What follows belongs to an exercise in optimizing a design on an open flow for small area, a short achievable clock period and few clock cycles per item; a production flow would make more cautious choices. Only simulation tests tie the RTL to the original design; equivalence was not proved.

==> inputs of run a <==
Design cellstep, start of the top module:
module cellstep (
    input  wire        clk,
    input  wire        rst,
    input  wire        in_valid,
    output wire        in_ready,
    input  wire        rec_valid,
    input  wire        rec_pend,
    input  wire        rec_out,
    input  wire        hold,
    input  wire [31:0] dcur,
    input  wire [31:0] dstep,
    input  wire [31:0] gcur,
    input  wire [31:0] gstep,
    input  wire [15:0] nrem,
    input  wire [15:0] plen,
    input  wire [31:0] td,
    input  wire [31:0] tg,
    input  wire [31:0] x_m1,      
    input  wire [31:0] x_0,       
    input  wire [31:0] x_p1,      
    input  wire [31:0] x_p2,      
    output wire        out_valid,
    input  wire        out_ready,
    output wire        o_valid,
    output wire        o_pend,
    output wire [31:0] o_dcur,
    output wire [31:0] o_dstep,
    output wire [31:0] o_gcur,
    output wire [31:0] o_gstep,
    output wire [15:0] o_nrem,
    output wire [47:0] contrib
);
Settings: LEC_CHECK=0, ABC_CLOCK_PERIOD_IN_PS=4000, CAP_MARGIN=20, CORE_MARGIN=2, CORE_UTILIZATION=40, SETUP_SLACK_MARGIN=5, SLEW_MARGIN=20, SYNTH_MEMORY_MAX_BITS=32768; clock period 12.0 ns.
standard.sh (not shown) runs the stock make flow with config.mk's settings and CLKGATE_MAP_FILE= SYNTH_SCRIPT=/design/flow/synth_recipe.tcl, a recipe that flattens the netlist after the stock synthesis.
==> flow/flow/run.sh <==
#!/bin/bash
set -euo pipefail
bash standard.sh SETUP_SLACK_MARGIN=7 finish > flow_standard.log 2>&1
==> inputs of run b, as changes to run a <==
--- a/flow/design.v
+++ b/flow/design.v
@@ -269,77 +269,71 @@
 endmodule
 module cellstep_div (
     input  wire        clk,
     input  wire        rst,
     input  wire        start,
     input  wire        consume,
     input  wire [31:0] adiv,      
     input  wire [31:0] gdiv,      
-    input  wire [15:0] rdiv,      
-    input  wire [15:0] rgdiv,
-    input  wire [2:0]  c,         
     input  wire [15:0] n,
     input  wire [17:0] n3,        
     output wire        idle,
     output reg         done,
     output wire [31:0] qd,
     output wire [31:0] qg
 );
-    reg        busy, zero;
+    reg        busy;
     reg [2:0]  cnt;
     reg [31:0] ad, ag;
     reg [15:0] rd, rg;
     reg [15:0] nr;
     reg [17:0] n3r;
-    wire [31:0] a_d = start ? adiv : ad;
-    wire [31:0] a_g = start ? gdiv : ag;
-    wire [15:0] r_d = start ? rdiv : rd;
-    wire [15:0] r_g = start ? rgdiv : rg;
+    wire [31:0] a_d = start ? {adiv[27:0], 4'd0} : ad;
+    wire [31:0] a_g = start ? {gdiv[27:0], 4'd0} : ag;
+    wire [15:0] r_d = start ? {12'd0, adiv[31:28]} : rd;
+    wire [15:0] r_g = start ? {12'd0, gdiv[31:28]} : rg;
     wire [15:0] nn  = start ? n : nr;
     wire [17:0] nn3 = start ? n3 : n3r;
     wire [31:0] a_d2, a_g2;
     wire [15:0] r_d2, r_g2;
     cellstep_div_steps u_sd (.a(a_d), .r(r_d), .n(nn), .n3(nn3), .a_o(a_d2), .r_o(r_d2));
     cellstep_div_steps u_sg (.a(a_g), .r(r_g), .n(nn), .n3(nn3), .a_o(a_g2), .r_o(r_g2));
     always @(posedge clk) begin
         if (rst) begin
             busy <= 1'b0;
             done <= 1'b0;
         end else if (start) begin
-            busy <= (c > 3'd1);
-            done <= (c <= 3'd1);
+            busy <= 1'b1;
         end else if (busy) begin
-            if (cnt == 3'd1) begin
+            if (cnt == 3'd6) begin
                 busy <= 1'b0;
                 done <= 1'b1;
             end
         end else if (consume) begin
             done <= 1'b0;
         end
-        if (start) begin
-            cnt  <= c - 3'd1;
-            zero <= (c == 3'd0);
-        end else if (busy) begin
-            cnt <= cnt - 3'd1;
-        end
+        if (start)
+            cnt <= 3'd1;
+        else if (busy)
+            cnt <= cnt + 3'd1;
         if (start || busy) begin
             ad <= a_d2;
             ag <= a_g2;
             rd <= r_d2;
             rg <= r_g2;
         end
         if (start) begin
             nr  <= n;
             n3r <= n3;
         end
     end
     assign idle = ~busy & ~done;
-    assign qd = zero ? 32'd0 : ad;
-    assign qg = zero ? 32'd0 : ag;
+    assign qd = ad;
+    assign qg = ag;
 endmodule
 module cellstep_div_steps (
     input  wire [31:0] a,
     input  wire [15:0] r,
     input  wire [15:0] n,
     input  wire [17:0] n3,
     output wire [31:0] a_o,
     output wire [15:0] r_o
@@ -421,54 +415,16 @@
     wire [32:0] in_dd1 = {1'b0, td} - {1'b0, dcur};
     wire [31:0] in_dd2 = dcur - td;
     wire        in_dneg = in_dd1[32];
     wire [31:0] in_dabs = in_dneg ? in_dd2 : in_dd1[31:0];
     wire [32:0] in_gd1 = {tg[31], tg} - {gcur[31], gcur};
     wire [32:0] in_gd2 = {gcur[31], gcur} - {tg[31], tg};
     wire        in_gneg = in_gd1[32];
     wire [31:0] in_gabs = in_gneg ? in_gd2[31:0] : in_gd1[31:0];
-    wire [7:0] in_okd, in_okg, in_ok;
-    genvar gk;
-    generate
-        for (gk = 0; gk < 8; gk = gk + 1) begin : g_ok
-            if (4*gk + 16 <= 31) begin : g_hi
-                assign in_okd[gk] = (in_dabs[31:4*gk+16] == 0) && (in_dabs[4*gk+15:4*gk] < in_n);
-                assign in_okg[gk] = (in_gabs[31:4*gk+16] == 0) && (in_gabs[4*gk+15:4*gk] < in_n);
-            end else begin : g_lo
-                assign in_okd[gk] = ({{(4*gk-16){1'b0}}, in_dabs[31:4*gk]} < in_n);
-                assign in_okg[gk] = ({{(4*gk-16){1'b0}}, in_gabs[31:4*gk]} < in_n);
-            end
-        end
-    endgenerate
-    assign in_ok = ((in_okd | {8{rec_out | hold}}) & in_okg) | 8'h80;
-    wire [7:0]  in_sel = in_ok & ~{in_ok[6:0], 1'b0};    
-    reg  [2:0]  in_c;
-    reg  [31:0] in_da, in_ga;
-    reg  [15:0] in_dr, in_gr;
-    reg  [31:0] in_tdr, in_tgr;
-    integer ik;
-    always @(*) begin
-        in_c  = 3'd0;
-        in_tdr = 32'd0;
-        in_tgr = 32'd0;
-        in_da = 32'd0;
-        in_ga = 32'd0;
-        in_dr = {16{in_sel[0]}} & in_dabs[15:0];
-        in_gr = {16{in_sel[0]}} & in_gabs[15:0];
-        for (ik = 1; ik < 8; ik = ik + 1) begin
-            in_c  = in_c  | ({3{in_sel[ik]}} & ik[2:0]);
-            in_da = in_da | ({32{in_sel[ik]}} & (in_dabs << (32 - 4*ik)));
-            in_ga = in_ga | ({32{in_sel[ik]}} & (in_gabs << (32 - 4*ik)));
-            in_tdr = in_dabs >> (4*ik);
-            in_tgr = in_gabs >> (4*ik);
-            in_dr = in_dr | ({16{in_sel[ik]}} & in_tdr[15:0]);
-            in_gr = in_gr | ({16{in_sel[ik]}} & in_tgr[15:0]);
-        end
-    end
     wire        in_k0 = (dcur[31:20] == 12'd0);
     wire [32:0] in_d0 = in_k0 ? 33'd0 : ({x_m1[31], x_m1} - {x_0[31], x_0});
     wire [32:0] in_d2 = {x_p1[31], x_p1} - {x_0[31], x_0};
     wire [32:0] in_d3 = {x_p2[31], x_p2} - {x_0[31], x_0};
     wire signed [17:0] h0, h1, h2, h3;
     cellstep_coef u_coef (.phase(dcur[19:12]), .h0(h0), .h1(h1), .h2(h2), .h3(h3));
     wire [6:0]  in_b0one, in_b0two, in_b0neg, in_b3one, in_b3two, in_b3neg;
     wire [8:0]  in_b2one, in_b2two, in_b2neg;
@@ -494,18 +450,16 @@
             assign in_b2neg[gi] = h2x[2*gi+2];
         end
     endgenerate
     reg        rv0, pend0, out0, hold0;
     reg [31:0] dcur0, dstep0, gcur0, gstep0;
     reg [15:0] nrem0, n0;
     reg [17:0] n3_0;
     reg [31:0] dabs0, gabs0;
-    reg [15:0] dr0, gr0;
-    reg [2:0]  c0;
     reg        dneg0, gneg0;
     reg [31:0] x1_1;
     reg [32:0] d01, d21, d31;
     reg [6:0]  b0one1, b0two1, b0neg1, b3one1, b3two1, b3neg1;
     reg [8:0]  b2one1, b2two1, b2neg1;
     always @(posedge clk) begin
         if (rst)
             v0 <= 1'b0;
@@ -523,22 +477,19 @@
             hold0  <= hold;
             dcur0  <= dcur;
             dstep0 <= dstep;
             gcur0  <= gcur;
             gstep0 <= gstep;
             nrem0  <= nrem;
             n0     <= in_n;
             n3_0   <= in_n3;
-            dabs0  <= in_da;
-            dr0    <= in_dr;
-            c0     <= in_c;
+            dabs0  <= in_dabs;
             dneg0  <= in_dneg;
-            gabs0  <= in_ga;
-            gr0    <= in_gr;
+            gabs0  <= in_gabs;
             gneg0  <= in_gneg;
             x1_1   <= x_0;
             d01    <= in_d0;
             d21    <= in_d2;
             d31    <= in_d3;
             b0one1 <= in_b0one; b0two1 <= in_b0two; b0neg1 <= in_b0neg;
             b2one1 <= in_b2one; b2two1 <= in_b2two; b2neg1 <= in_b2neg;
             b3one1 <= in_b3one; b3two1 <= in_b3two; b3neg1 <= in_b3neg;
@@ -4451,18 +4402,17 @@
             t2a2    <= t2a;
             t2b2    <= t2b;
         end
     end
     wire [31:0] qd, qg;
     cellstep_div u_div (
         .clk(clk), .rst(rst),
         .start(div_start), .consume(mv2 & pd2),
-        .adiv(dabs0), .gdiv(gabs0), .rdiv(dr0), .rgdiv(gr0), .c(c0),
-        .n(n0), .n3(n3_0),
+        .adiv(dabs0), .gdiv(gabs0), .n(n0), .n3(n3_0),
         .idle(div_idle), .done(div_done), .qd(qd), .qg(qg));
     wire [63:0] prod2 = t2a2 + t2b2;
     wire [31:0] qds   = dneg2 ? 32'd0 - qd : qd;
     wire [31:0] ds2   = pd2 ? (zd2 ? 32'd0 : qds) : dstep2;
     wire [31:0] gs2   = pd2 ? (gneg2 ? 32'd0 - qg : qg) : gstep2;
     reg        r_valid, r_pend;
     reg [31:0] r_dcur, r_dstep, r_gcur, r_gstep;
     reg [15:0] r_nrem;
==> flow/run.sh (new file) <==
#!/bin/bash
# synth_recipe.tcl (not shown) runs the flow's synth.tcl, then flattens the netlist and writes it again
# the make line also repeats each setting of config.mk as NAME=value (left out here)
make -C /OpenROAD-flow-scripts/flow DESIGN_CONFIG=/design/flow/config.mk WORK_HOME=/design/flow/orfs CLKGATE_MAP_FILE= SYNTH_SCRIPT=/design/flow/synth_recipe.tcl finish
removed: flow/flow/run.sh
removed: flow/standard.sh
==> inputs of run c, as changes to run a <==
--- a/flow/design.v
+++ b/flow/design.v
@@ -269,77 +269,74 @@
 endmodule
 module cellstep_div (
     input  wire        clk,
     input  wire        rst,
     input  wire        start,
     input  wire        consume,
     input  wire [31:0] adiv,      
     input  wire [31:0] gdiv,      
-    input  wire [15:0] rdiv,      
-    input  wire [15:0] rgdiv,
+    input  wire [11:0] rdiv,      
+    input  wire [11:0] rgdiv,
     input  wire [2:0]  c,         
     input  wire [15:0] n,
     input  wire [17:0] n3,        
     output wire        idle,
     output reg         done,
     output wire [31:0] qd,
     output wire [31:0] qg
 );
-    reg        busy, zero;
+    reg        busy;
     reg [2:0]  cnt;
     reg [31:0] ad, ag;
     reg [15:0] rd, rg;
     reg [15:0] nr;
     reg [17:0] n3r;
     wire [31:0] a_d = start ? adiv : ad;
     wire [31:0] a_g = start ? gdiv : ag;
-    wire [15:0] r_d = start ? rdiv : rd;
-    wire [15:0] r_g = start ? rgdiv : rg;
+    wire [15:0] r_d = start ? {4'd0, rdiv} : rd;
+    wire [15:0] r_g = start ? {4'd0, rgdiv} : rg;
     wire [15:0] nn  = start ? n : nr;
     wire [17:0] nn3 = start ? n3 : n3r;
     wire [31:0] a_d2, a_g2;
     wire [15:0] r_d2, r_g2;
     cellstep_div_steps u_sd (.a(a_d), .r(r_d), .n(nn), .n3(nn3), .a_o(a_d2), .r_o(r_d2));
     cellstep_div_steps u_sg (.a(a_g), .r(r_g), .n(nn), .n3(nn3), .a_o(a_g2), .r_o(r_g2));
     always @(posedge clk) begin
         if (rst) begin
             busy <= 1'b0;
             done <= 1'b0;
         end else if (start) begin
-            busy <= (c > 3'd1);
-            done <= (c <= 3'd1);
+            busy <= 1'b1;
         end else if (busy) begin
             if (cnt == 3'd1) begin
                 busy <= 1'b0;
                 done <= 1'b1;
             end
         end else if (consume) begin
             done <= 1'b0;
         end
-        if (start) begin
-            cnt  <= c - 3'd1;
-            zero <= (c == 3'd0);
-        end else if (busy) begin
+        if (start)
+            cnt <= c - 3'd1;
+        else if (busy)
             cnt <= cnt - 3'd1;
-        end
         if (start || busy) begin
             ad <= a_d2;
             ag <= a_g2;
             rd <= r_d2;
             rg <= r_g2;
         end
         if (start) begin
             nr  <= n;
             n3r <= n3;
         end
     end
     assign idle = ~busy & ~done;
-    assign qd = zero ? 32'd0 : ad;
-    assign qg = zero ? 32'd0 : ag;
+    assign qd = ad;
+    assign qg = ag;
 endmodule
 module cellstep_div_steps (
     input  wire [31:0] a,
     input  wire [15:0] r,
     input  wire [15:0] n,
     input  wire [17:0] n3,
     output wire [31:0] a_o,
     output wire [15:0] r_o
@@ -393,82 +390,50 @@
     output wire [31:0] o_dcur,
     output wire [31:0] o_dstep,
     output wire [31:0] o_gcur,
     output wire [31:0] o_gstep,
     output wire [15:0] o_nrem,
     output wire [47:0] contrib
 );
     localparam [15:0] OUT_RAMP = 16'd480;
-    reg  v0, v1, v2, vo;
+    reg  v0, v1, v2;
     reg  pd0, pd1, pd2;
     wire div_idle, div_done;
     reg  st0;                        
     wire ok0    = ~pd0 | st0 | div_idle;
-    wire ok2    = ~pd2 | div_done;
-    wire ld_out = ~vo | out_ready;
-    wire mv2    = v2 & ok2 & ld_out;
+    wire ok2    = ~pd2 | div_done;   
+    wire mv2    = v2 & ok2 & out_ready;
     wire ld2    = ~v2 | mv2;
     wire mv1    = v1 & ld2;
     wire ld1    = ~v1 | mv1;
     wire mv0    = v0 & ok0 & ld1;
     wire ld0    = ~v0 | mv0;
     wire div_start = v0 & pd0 & ~st0 & div_idle;
-    wire rdy_a = ~v0 | (ok0 & (~v1 | ~v2 | (ok2 & ~vo)));
-    wire rdy_b = v0 & ok0 & v1 & v2 & ok2 & vo;
+    wire rdy_a = ~v0 | (ok0 & (~v1 | ~v2));
+    wire rdy_b = ok0 & ok2;
     assign in_ready  = rdy_a | (rdy_b & out_ready);
-    assign out_valid = vo;
+    assign out_valid = v2 & ok2;
     wire [15:0] in_n  = rec_out ? OUT_RAMP : plen;
     wire [17:0] in_n3 = {2'b00, in_n} + {1'b0, in_n, 1'b0};
     wire [32:0] in_dd1 = {1'b0, td} - {1'b0, dcur};
     wire [31:0] in_dd2 = dcur - td;
     wire        in_dneg = in_dd1[32];
     wire [31:0] in_dabs = in_dneg ? in_dd2 : in_dd1[31:0];
     wire [32:0] in_gd1 = {tg[31], tg} - {gcur[31], gcur};
     wire [32:0] in_gd2 = {gcur[31], gcur} - {tg[31], tg};
     wire        in_gneg = in_gd1[32];
     wire [31:0] in_gabs = in_gneg ? in_gd2[31:0] : in_gd1[31:0];
-    wire [7:0] in_okd, in_okg, in_ok;
-    genvar gk;
-    generate
-        for (gk = 0; gk < 8; gk = gk + 1) begin : g_ok
-            if (4*gk + 16 <= 31) begin : g_hi
-                assign in_okd[gk] = (in_dabs[31:4*gk+16] == 0) && (in_dabs[4*gk+15:4*gk] < in_n);
-                assign in_okg[gk] = (in_gabs[31:4*gk+16] == 0) && (in_gabs[4*gk+15:4*gk] < in_n);
-            end else begin : g_lo
-                assign in_okd[gk] = ({{(4*gk-16){1'b0}}, in_dabs[31:4*gk]} < in_n);
-                assign in_okg[gk] = ({{(4*gk-16){1'b0}}, in_gabs[31:4*gk]} < in_n);
-            end
-        end
-    endgenerate
-    assign in_ok = ((in_okd | {8{rec_out | hold}}) & in_okg) | 8'h80;
-    wire [7:0]  in_sel = in_ok & ~{in_ok[6:0], 1'b0};    
-    reg  [2:0]  in_c;
-    reg  [31:0] in_da, in_ga;
-    reg  [15:0] in_dr, in_gr;
-    reg  [31:0] in_tdr, in_tgr;
-    integer ik;
-    always @(*) begin
-        in_c  = 3'd0;
-        in_tdr = 32'd0;
-        in_tgr = 32'd0;
-        in_da = 32'd0;
-        in_ga = 32'd0;
-        in_dr = {16{in_sel[0]}} & in_dabs[15:0];
-        in_gr = {16{in_sel[0]}} & in_gabs[15:0];
-        for (ik = 1; ik < 8; ik = ik + 1) begin
-            in_c  = in_c  | ({3{in_sel[ik]}} & ik[2:0]);
-            in_da = in_da | ({32{in_sel[ik]}} & (in_dabs << (32 - 4*ik)));
-            in_ga = in_ga | ({32{in_sel[ik]}} & (in_gabs << (32 - 4*ik)));
-            in_tdr = in_dabs >> (4*ik);
-            in_tgr = in_gabs >> (4*ik);
-            in_dr = in_dr | ({16{in_sel[ik]}} & in_tdr[15:0]);
-            in_gr = in_gr | ({16{in_sel[ik]}} & in_tgr[15:0]);
-        end
-    end
+    wire        in_n12 = (in_n[15:12] != 4'd0);
+    wire        in_n8  = (in_n[15:8] != 8'd0);
+    wire [2:0]  in_c   = in_n12 ? 3'd5 : in_n8 ? 3'd6 : 3'd7;
+    wire [31:0] in_da  = in_n12 ? {in_dabs[19:0], 12'd0} : in_n8 ? {in_dabs[23:0], 8'd0} : {in_dabs[27:0], 4'd0};
+    wire [31:0] in_ga  = in_n12 ? {in_gabs[19:0], 12'd0} : in_n8 ? {in_gabs[23:0], 8'd0} : {in_gabs[27:0], 4'd0};
+    wire [11:0] in_dr  = in_n12 ? in_dabs[31:20] : in_n8 ? {4'd0, in_dabs[31:24]} : {8'd0, in_dabs[31:28]};
+    wire [11:0] in_gr  = in_n12 ? in_gabs[31:20] : in_n8 ? {4'd0, in_gabs[31:24]} : {8'd0, in_gabs[31:28]};
     wire        in_k0 = (dcur[31:20] == 12'd0);
     wire [32:0] in_d0 = in_k0 ? 33'd0 : ({x_m1[31], x_m1} - {x_0[31], x_0});
     wire [32:0] in_d2 = {x_p1[31], x_p1} - {x_0[31], x_0};
     wire [32:0] in_d3 = {x_p2[31], x_p2} - {x_0[31], x_0};
     wire signed [17:0] h0, h1, h2, h3;
     cellstep_coef u_coef (.phase(dcur[19:12]), .h0(h0), .h1(h1), .h2(h2), .h3(h3));
     wire [6:0]  in_b0one, in_b0two, in_b0neg, in_b3one, in_b3two, in_b3neg;
     wire [8:0]  in_b2one, in_b2two, in_b2neg;
@@ -494,17 +459,17 @@
             assign in_b2neg[gi] = h2x[2*gi+2];
         end
     endgenerate
     reg        rv0, pend0, out0, hold0;
     reg [31:0] dcur0, dstep0, gcur0, gstep0;
     reg [15:0] nrem0, n0;
     reg [17:0] n3_0;
     reg [31:0] dabs0, gabs0;
-    reg [15:0] dr0, gr0;
+    reg [11:0] dr0, gr0;
     reg [2:0]  c0;
     reg        dneg0, gneg0;
     reg [31:0] x1_1;
     reg [32:0] d01, d21, d31;
     reg [6:0]  b0one1, b0two1, b0neg1, b3one1, b3two1, b3neg1;
     reg [8:0]  b2one1, b2two1, b2neg1;
     always @(posedge clk) begin
         if (rst)
@@ -4438,57 +4403,41 @@
         if (ld2) begin
             pd2     <= pd1;
             step2   <= step1;
             zd2     <= zd1;
             dneg2   <= dneg1;
             gneg2   <= gneg1;
             ovalid2 <= ovalid1;
             opend2  <= opend1;
-            dcur2   <= dcur1;
+            dcur2   <= (step1 & ~pd1) ? dcur1 + dstep1 : dcur1;
             dstep2  <= dstep1;
-            gcur2   <= gcur1;
+            gcur2   <= (step1 & ~pd1) ? gcur1 + gstep1 : gcur1;
             gstep2  <= gstep1;
             onrem2  <= onrem1;
             t2a2    <= t2a;
             t2b2    <= t2b;
         end
     end
     wire [31:0] qd, qg;
     cellstep_div u_div (
         .clk(clk), .rst(rst),
         .start(div_start), .consume(mv2 & pd2),
         .adiv(dabs0), .gdiv(gabs0), .rdiv(dr0), .rgdiv(gr0), .c(c0),
         .n(n0), .n3(n3_0),
         .idle(div_idle), .done(div_done), .qd(qd), .qg(qg));
     wire [63:0] prod2 = t2a2 + t2b2;
+    wire        dadd  = step2 & ~zd2;               
     wire [31:0] qds   = dneg2 ? 32'd0 - qd : qd;
-    wire [31:0] ds2   = pd2 ? (zd2 ? 32'd0 : qds) : dstep2;
-    wire [31:0] gs2   = pd2 ? (gneg2 ? 32'd0 - qg : qg) : gstep2;
-    reg        r_valid, r_pend;
-    reg [31:0] r_dcur, r_dstep, r_gcur, r_gstep;
-    reg [15:0] r_nrem;
-    reg [47:0] r_contrib;
-    always @(posedge clk) begin
-        if (rst)
-            vo <= 1'b0;
-        else if (ld_out)
-            vo <= mv2;
-        if (ld_out) begin
-            r_valid   <= ovalid2;
-            r_pend    <= opend2;
-            r_dstep   <= ds2;
-            r_gstep   <= gs2;
-            r_dcur    <= dcur2 + (step2 ? ds2 : 32'd0);
-            r_gcur    <= gcur2 + (step2 ? gs2 : 32'd0);
-            r_nrem    <= onrem2;
-            r_contrib <= {{12{prod2[63]}}, prod2[63:28]};
-        end
-    end
-    assign o_valid = r_valid;
-    assign o_pend  = r_pend;
-    assign o_dcur  = r_dcur;
-    assign o_dstep = r_dstep;
-    assign o_gcur  = r_gcur;
-    assign o_gstep = r_gstep;
-    assign o_nrem  = r_nrem;
-    assign contrib = r_contrib;
+    wire [31:0] qgs   = gneg2 ? 32'd0 - qg : qg;
+    wire        dcin  = dadd & dneg2;
+    wire        gcin  = step2 & gneg2;
+    wire [31:0] pdcur = dcur2 + (({32{dadd}} & qd) ^ {32{dcin}}) + {31'd0, dcin};
+    wire [31:0] pgcur = gcur2 + (({32{step2}} & qg) ^ {32{gcin}}) + {31'd0, gcin};
+    assign o_valid = ovalid2;
+    assign o_pend  = opend2;
+    assign o_dcur  = pd2 ? pdcur : dcur2;
+    assign o_dstep = pd2 ? (zd2 ? 32'd0 : qds) : dstep2;
+    assign o_gcur  = pd2 ? pgcur : gcur2;
+    assign o_gstep = pd2 ? qgs : gstep2;
+    assign o_nrem  = onrem2;
+    assign contrib = {{12{prod2[63]}}, prod2[63:28]};
 endmodule
==> flow/flow/run.sh (replaced) <==
#!/bin/bash
# The standard layout (standard.sh, unchanged synthesis and steps),
# with the port buffers that buffer_ports inserts made plain buf_1 cells
# instead of the delay buffer it picks by default.
set -euo pipefail
bash standard.sh "BUFFER_PORTS_ARGS=-buffer_cell sky130_fd_sc_hd__buf_1" finish > flow_standard.log 2>&1
==> inputs of run d, as changes to run a <==
==> flow/run.sh (new file) <==
#!/bin/bash
# synth_recipe.tcl (not shown) runs the flow's synth.tcl, then flattens the netlist and writes it again
# the make line also repeats each setting of config.mk as NAME=value (left out here)
make -C /OpenROAD-flow-scripts/flow DESIGN_CONFIG=/design/flow/config.mk WORK_HOME=/design/flow/orfs CLKGATE_MAP_FILE= SYNTH_SCRIPT=/design/flow/synth_recipe.tcl finish
removed: flow/flow/run.sh
removed: flow/standard.sh
==> run notes <==
item                                                                                                       run a                      run d                      run c                      run b
Via-to-Cell Ratio                                                                                           6.23                       6.19                       6.10                       6.02
Most used standard cell by instance count after synthesis                                 sky130_fd_sc_hd__inv_1     sky130_fd_sc_hd__inv_1     sky130_fd_sc_hd__inv_1  sky130_fd_sc_hd__edfxtp_1
Count of placed standard cells including taps                                                              18900                      18900                      18400                      17700
Placement row count                                                                                          217                        217                        211                        210
Total area of sequential cells                                                                         39300 µm²                  39300 µm²                  33500 µm²                  38400 µm²
Sequential share of the synthesized area                                                                   28.1%                      28.1%                      25.2%                      29.1%
R2R setup slack                                                                                          4.56 ns                    4.53 ns                    5.02 ns                    5.03 ns
Post-synthesis area per instance                                                                        9.72 µm²                   9.72 µm²                   9.37 µm²                   9.83 µm²
Destination of the worst register-to-register timing path                                               t2a2[38]                   t2a2[39]                   t2a2[33]                   t2a2[26]
Met2 Routed Length                                                                                     256000 µm                  249000 µm                  222000 µm                  217000 µm
Clock-pin slew reported for the worst setup and hold paths after clock tree synthesis                    0.06 ns                    0.06 ns                    0.06 ns                    0.05 ns
Number of logic stages on the critical path including buffering                                               31                         28                         12                         14
Filler cell count in the final layout                                                                      31200                      32300                      31800                      30900
Wire length of the first global-routing pass                                                           871000 µm                  844000 µm                  767000 µm                  739000 µm
Result of the run                                                               no timing/DRC/antenna violations  no timing/DRC/antenna violations  no timing/DRC/antenna violations  no timing/DRC/antenna violations
Most frequent standard cell in the layout excluding fill and tap cells                 sky130_fd_sc_hd__edfxtp_1  sky130_fd_sc_hd__edfxtp_1     sky130_fd_sc_hd__inv_1  sky130_fd_sc_hd__edfxtp_1
Estimated wirelength of the detail-placed design                                                       415000 µm                  415000 µm                  385000 µm                  367000 µm
Average wire length per cell after detail routing                                                        30.3 µm                    29.9 µm                    28.2 µm                    28.3 µm
Clock buffer count                                                                                           191                        191                        168                        187
Area of the multi-input gates                                                                         102000 µm²                  98200 µm²                  93500 µm²                  87600 µm²
Number of antenna repair diodes                                                                               68                         75                         49                         26
Sequential share of cell area                                                                              22.0%                      23.3%                      22.4%                      25.3%
Maximum net fanout on the critical path                                                                        6                          6                          3                         27
Global placer's final weighted congestion                                                                   1.02                       1.02                       1.05                       1.05
Worst path slowest cell                                                                    sky130_fd_sc_hd__fa_2      sky130_fd_sc_hd__fa_2  sky130_fd_sc_hd__edfxtp_1  sky130_fd_sc_hd__a211oi_1
Testbench counts of run a, summed over its fixed seeds: cycles 5,778, items 4,800.
Testbench counts of run b, summed over its fixed seeds: cycles 6,301, items 4,800.
Testbench counts of run c, summed over its fixed seeds: cycles 6,022, items 4,800.
Testbench counts of run d, summed over its fixed seeds: cycles 5,778, items 4,800.

[afterwards: timing with drivers on the ports]
In the flow no input, the clock included, has a driving cell. The finished layouts below were timed again as built, in two steps.
Step 1 (the two cells are an assumption about what drives the block):
set clk [get_ports {clk}]
set_driving_cell -lib_cell sky130_fd_sc_hd__clkbuf_16 $clk
set_driving_cell -lib_cell sky130_fd_sc_hd__buf_2 [delete_from_list [all_inputs] $clk]
Step 2 times the ports against the registers' clock, not the clock port: input delays grow and output delays shrink by t, the midpoint of the rising clock arrivals with the driver on.
Slacks: ideal / step 1 / step 2; pairs: ideal / step 1.
run | t, ns | slack for setup (ns) | clock arrival spread, ns | pins driven straight from the clock port
run a | 0.997 | 4.468 / 4.447 / 3.450 | 0.082 / 0.082 | 1
run b | 0.941 | 4.866 / 4.945 / 4.004 | 0.106 / 0.106 | 1
run c | 0.956 | 4.715 / 4.605 / 4.229 | 0.097 / 0.097 | 1
run d | 0.994 | 4.526 / 4.518 / 3.524 | 0.076 / 0.077 | 1
After both steps setup and hold are still met in every run listed. The setup slack of run a, which loses most, moves by -0.021 ns with the drivers and by -1.018 ns with both steps.
